What follows belongs to an exercise in optimizing a design on an open flow for small area, a short achievable clock period and few clock cycles; a production flow would make more cautious choices.
At most, simulation tests tie the RTL to the original design; equivalence was not proved.
No activity file was given, so power comes from the tool's default toggle rates.

## north
==> flow/design.v (excerpt) <==
module real48_divsqrt (
    input  wire        clk,
    input  wire        rst,
    input  wire        in_valid,
    output wire        in_ready,
    input  wire        in_op,        
    input  wire [47:0] in_a,
    input  wire [47:0] in_b,
    output reg         out_valid,
    output reg  [47:0] out_result,
    output reg         out_ovf,
    output reg         out_finv,
    output reg         out_fdz
);
Size: ~2,600 cells after synthesis, ~280 flip-flops, about 150 I/O pins.
Settings: LEC_CHECK=0, CAP_MARGIN=20, CORE_MARGIN=2, CORE_UTILIZATION=40, SETUP_SLACK_MARGIN=5, SLEW_MARGIN=20, TNS_END_PERCENT=5; clock period 10.0 ns.
run.sh (not shown) runs the stock make flow with config.mk's settings and CLKGATE_MAP_FILE= SYNTH_SCRIPT=/design/flow/synth_recipe.tcl, a recipe that flattens the netlist after the stock synthesis.
Testbench counts of north, summed over its fixed seeds: cycles 58,178.
--- input diff north..south ---
- changing CORE_UTILIZATION from 40 to 60
- removing SETUP_SLACK_MARGIN (formerly 5)
- removing TNS_END_PERCENT (formerly 5)
==> flow/flow/run.sh (new file) <==
#!/bin/bash
set -euo pipefail
bash standard.sh SETUP_SLACK_MARGIN=6 finish > standard.log 2>&1
==> flow/standard.sh (new file) <==
#!/bin/bash
# synth_recipe.tcl (not shown) runs the flow's synth.tcl, then flattens the netlist and writes it again
# the make line also repeats each setting of config.mk as NAME=value (left out here)
make -C /OpenROAD-flow-scripts/flow DESIGN_CONFIG=/design/flow/config.mk WORK_HOME=/design/flow/orfs CLKGATE_MAP_FILE= SYNTH_SCRIPT=/design/flow/synth_recipe.tcl "${@:-finish}"
removed: flow/run.sh
Notes after the runs:
- Max freq north -> south: improved
- Higher overall power of the completed layout among north and south: south
- Delta(share of the clock period used by the worst path after layout, south - north) < 0
- Compared south vs north, and routed wire length on met3 is up in south.
- Global-route total usage across every layer in south vs north: up 13 points
- Summary: total die area, south better than north
Input-level comparison between east and south:
- a change of CORE_UTILIZATION from 60 to 40
==> flow/flow/run.sh <==
#!/bin/bash
set -euo pipefail
bash standard.sh SETUP_SLACK_MARGIN=5.7 finish > standard.log 2>&1
[summary]
[compare] base=south new=east: final standard cell count with taps included and fillers excluded picked up an extra about 6%; first-iteration DRC count shows a reduction of 257; share of total power in sequential cells increased 1.3 points; maximum operating frequency saw a decrease.
Looking at category of the most critical setup path, the in2reg result is from south; the reg2reg one comes from east.
Lower setup slack of the critical path after layout was reported by east, not south.
Changes in west relative to east:
- PLACE_DENSITY_LB_ADDON newly set to 0.2
==> flow/flow/run.sh <==
#!/bin/bash
set -euo pipefail
bash standard.sh SETUP_SLACK_MARGIN=6 finish > standard.log 2>&1
==> comparison <==
east completed end to end with timing, DRC and antenna clean. west reached the final stage; the timing, DRC and antenna checks on its layout passed. Delta (west minus east): number of global-route vias before repair grew by 399, worst hold slack held steady, switching part of the total shrank by 0.93 points. west leaves more setup margin than east. Of east and west, the run reporting the higher combinational share of power was west.
Modified inputs, middle compared to west
- swapping 40 for 60 in CORE_UTILIZATION
- clearing PLACE_DENSITY_LB_ADDON, which used to be 0.2
- putting SETUP_SLACK_MARGIN at 5 where nothing was set
==> flow/run.sh (new file) <==
#!/bin/bash
# synth_recipe.tcl (not shown) runs the flow's synth.tcl, then flattens the netlist and writes it again
# the make line also repeats each setting of config.mk as NAME=value (left out here)
make -C /OpenROAD-flow-scripts/flow DESIGN_CONFIG=/design/flow/config.mk WORK_HOME=/design/flow/orfs CLKGATE_MAP_FILE= SYNTH_SCRIPT=/design/flow/synth_recipe.tcl finish
removed: flow/flow/run.sh
removed: flow/standard.sh
Results
- middle closes out successfully: all stages finished, all timing, DRC and antenna checks passed.
- Going from west to middle, non-filler instance count after layout shrank by 328, first-pass GRT wire length fell 10%.
- | register-to-register setup slack | higher: west |
- What west reported for clock distribution power has to be multiplied by 0.850 to get the figure for middle.
- Post-route standard cell area excluding fillers: middle lower than west
- Looking at worst setup path endpoint, the rem_q[34]$_DFF_P_ result is from west; the rem_q[35]$_DFF_P_ one comes from middle.
- Looking at critical-path maximum fanout across west and middle, the one that comes out higher is middle.
- Area of the core: lower on middle
- On middle: power after layout is 20% lower than what west gave.
- [middle vs west] wire length reported by the detailed router: lower in middle
- Compared to west, middle has total die area 18,000 um2 lower.

* * *

real48_divsqrt again, from the RTL that the note above started with.
==> flow/design.v (excerpt) <==
module real48_divsqrt (
    input  wire        clk,
    input  wire        rst,
    input  wire        in_valid,
    output wire        in_ready,
    input  wire        in_op,        
    input  wire [47:0] in_a,
    input  wire [47:0] in_b,
    output reg         out_valid,
    output reg  [47:0] out_result,
    output reg         out_ovf,
    output reg         out_finv,
    output reg         out_fdz
);
    localparam integer K  = 2;           
    localparam integer S  = 38;          
    localparam integer NC = S / K;       
    reg          busy;                   
    reg [NC-1:0] ph;                     
    reg [NC-1:0] phs;                    
    wire         last = ph[NC-1];
    assign in_ready = !busy || last;
    wire accept = in_valid && in_ready && !rst;
    wire        sa = in_a[47];
    wire        sb = in_b[47];
    wire [10:0] ea = in_a[46:36];
    wire [10:0] eb = in_b[46:36];
    wire        fa_nz  = (in_a[35:0] != 36'd0);
    wire        fb_nz  = (in_b[35:0] != 36'd0);
    wire        a_max  = (ea == 11'h7FF);
    wire        b_max  = (eb == 11'h7FF);
    wire        a_nan  = a_max && fa_nz;
    wire        b_nan  = b_max && fb_nz;
    wire        a_inf  = a_max && !fa_nz;
    wire        b_inf  = b_max && !fb_nz;
    wire        a_zero = (ea == 11'd0);
    wire        b_zero = (eb == 11'd0);
    wire        sq     = sa ^ sb;
    reg       spec;
    reg [1:0] spec_kind;
    reg       spec_sign, spec_fdz;
    always @* begin
        spec      = 1'b1;
  ...
Settings: LEC_CHECK=0, CAP_MARGIN=20, CORE_MARGIN=2, CORE_UTILIZATION=40, SLEW_MARGIN=20; clock period 10.0 ns.
standard.sh (not shown) runs the stock make flow with config.mk's settings and CLKGATE_MAP_FILE= SYNTH_SCRIPT=/design/flow/synth_recipe.tcl, a recipe that flattens the netlist after the stock synthesis.
==> flow/flow/run.sh <==
#!/bin/bash
set -euo pipefail
bash standard.sh SETUP_SLACK_MARGIN=6 finish > standard.log 2>&1
The first run completed with no timing, DRC or antenna violations.
Testbench counts at the start, summed over its fixed seeds: cycles 58,178.
Change:
==> flow/run.sh (new file) <==
#!/bin/bash
# synth_recipe.tcl (not shown) runs the flow's synth.tcl, then flattens the netlist and writes it again
# the make line also repeats each setting of config.mk as NAME=value (left out here)
make -C /OpenROAD-flow-scripts/flow DESIGN_CONFIG=/design/flow/config.mk WORK_HOME=/design/flow/orfs CLKGATE_MAP_FILE= SYNTH_SCRIPT=/design/flow/synth_recipe.tcl finish
removed: flow/flow/run.sh
removed: flow/standard.sh
Outcome:
- The new run completed with no timing, DRC or antenna violations
- area after synthesis stays the same
- synthesized cell count does not change
- clock power falls by about 5%
- final cell count came out lower by 2.4%
- die area does not change
- power drops by 16%
- flip-flop and latch count does not change
Change:
==> flow/flow/run.sh (new file) <==
#!/bin/bash
set -euo pipefail
bash standard.sh SETUP_SLACK_MARGIN=7 finish > standard.log 2>&1
==> flow/standard.sh (new file) <==
#!/bin/bash
# synth_recipe.tcl (not shown) runs the flow's synth.tcl, then flattens the netlist and writes it again
# the make line also repeats each setting of config.mk as NAME=value (left out here)
make -C /OpenROAD-flow-scripts/flow DESIGN_CONFIG=/design/flow/config.mk WORK_HOME=/design/flow/orfs CLKGATE_MAP_FILE= SYNTH_SCRIPT=/design/flow/synth_recipe.tcl "${@:-finish}"
removed: flow/run.sh
The changed run finished with timing, DRC and antenna clean.
Clock-buffer cell count increases by 3.
Design area increases by 19%.
Synthesized area does not change.
Final cell count increases by 5.6%.
Combinational power increases by 40%.
Total power increases by 27%.
Global-route usage increases by 3.0 points.
Clock skew decreases by 0.020 ns.
Fmax increases by 38%.
Routed wire length increases by 19%.
Core utilization increases by 9.1 points.

* * *

real48_divsqrt, a different RTL version from the one above (not shown whole).
Size: ~2600 cells after synthesis, ~280 flip-flops, ~21000 um^2 of cells after synthesis.
// real48_divsqrt
module real48_divsqrt (
    input  wire        clk,
    input  wire        rst,
    input  wire        in_valid,
    output wire        in_ready,
    input  wire        in_op,        
    input  wire [47:0] in_a,
    input  wire [47:0] in_b,
    output reg         out_valid,
    output reg  [47:0] out_result,
    output reg         out_ovf,
    output reg         out_finv,
    output reg         out_fdz
);
    localparam integer K  = 2;           
    localparam integer S  = 40;          
    localparam integer NC = S / K;       
    reg          busy;                   
    reg [NC-1:0] ph;                     
    reg          op_q;                   
    wire [NC-1:0] phs = op_q ? ph : {NC{1'b0}};
    wire         last = ph[NC-1];
    assign in_ready = !busy || last;
    wire accept = in_valid && in_ready && !rst;
    wire        sa = in_a[47];
    wire        sb = in_b[47];
    wire [10:0] ea = in_a[46:36];
    wire [10:0] eb = in_b[46:36];
    wire        fa_nz  = (in_a[35:0] != 36'd0);
    wire        fb_nz  = (in_b[35:0] != 36'd0);
    wire        a_max  = (ea == 11'h7FF);
    wire        b_max  = (eb == 11'h7FF);
    wire        a_nan  = a_max && fa_nz;
    wire        b_nan  = b_max && fb_nz;
    wire        a_inf  = a_max && !fa_nz;
    wire        b_inf  = b_max && !fb_nz;
    wire        a_zero = (ea == 11'd0);
    wire        b_zero = (eb == 11'd0);
    wire        sq     = sa ^ sb;
    reg       spec;
    reg [1:0] spec_kind;
    reg       spec_sign, spec_fdz;
    always @* begin
        spec      = 1'b1;
        spec_kind = 2'd0;
        spec_sign = sq;
        spec_fdz  = 1'b0;
        if (!in_op) begin
            if (a_nan || b_nan || (a_zero && b_zero) || (a_inf && b_inf))
                spec_kind = 2'd2;
            else if (a_inf)  spec_kind = 2'd1;
            else if (b_inf)  spec_kind = 2'd0;
            else if (b_zero) begin spec_kind = 2'd1; spec_fdz = 1'b1; end
  ...
make LEC_CHECK=0 CAP_MARGIN=20 CORE_MARGIN=2 CORE_UTILIZATION=40 SETUP_SLACK_MARGIN=5 SLEW_MARGIN=20 finish   # period 10.0 ns
run.sh (not shown) runs the stock make flow with config.mk's settings and CLKGATE_MAP_FILE= SYNTH_SCRIPT=/design/flow/synth_recipe.tcl, a recipe that flattens the netlist after the stock synthesis.
Stock flow here: none of the scripts above is used.
The first run passed the timing, DRC and antenna checks.
==> next run, changes <==
- SETUP_SLACK_MARGIN: 5 -> unset
- The new run finished with timing, DRC and antenna clean
- final cell count went down by 0.47%
- setup slack degrades by 1.1 ns
- final area goes down by 1.2%
- sequential power is about the same
- power is lower by 2.3%
- synthesized cell count does not change
- maximum frequency went down by 18%
- sequential share of layout area climbs by 0.28 points
Function was not checked in any run of this note: the RTL went through the layout flow alone.

==> what the ideal ports hide <==
In the flow no input, the clock included, has a driving cell. The finished layouts below were timed again as built, in two steps.
Step 1 (the two cells are an assumption about what drives the block):
set clk [get_ports {clk}]
set_driving_cell -lib_cell sky130_fd_sc_hd__clkbuf_16 $clk
set_driving_cell -lib_cell sky130_fd_sc_hd__buf_2 [delete_from_list [all_inputs] $clk]
Step 2 times the ports against the registers' clock, not the clock port: input delays grow and output delays shrink by t, the midpoint of the rising clock arrivals with the driver on.
a / b / c = ideal ports / drivers / drivers and shift; a / b = the first two.
run	t, ns	setup slack, ns	latest minus earliest clock arrival (ns)	slew at the worst register clock pin (ns)
north	0.610	4.897 / 4.927 / 4.317	0.054 / 0.054	0.07 / 0.07
south	0.613	5.773 / 5.758 / 5.145	0.033 / 0.032	0.07 / 0.07
east	0.612	5.653 / 5.653 / 5.106	0.034 / 0.034	0.06 / 0.06
west	0.605	5.809 / 5.809 / 5.220	0.025 / 0.025	0.07 / 0.07
middle	0.647	5.055 / 5.087 / 4.440	0.039 / 0.039	0.06 / 0.06
the first run of note 2	0.611	5.789 / 5.796 / 5.186	0.039 / 0.039	0.07 / 0.07
the second run of note 2	0.610	4.217 / 4.217 / 3.744	0.052 / 0.052	0.07 / 0.07
the third run of note 2	0.607	5.814 / 5.802 / 5.195	0.031 / 0.032	0.07 / 0.07
the first run of note 3	0.632	5.046 / 5.046 / 4.628	0.020 / 0.020	0.07 / 0.07
the second run of note 3	0.630	3.938 / 3.938 / 3.938	0.017 / 0.018	0.07 / 0.07
After both steps setup and hold are still met in every run listed. For south, which loses most, drivers alone change the setup slack by -0.015 ns; drivers and shift together by -0.628 ns.
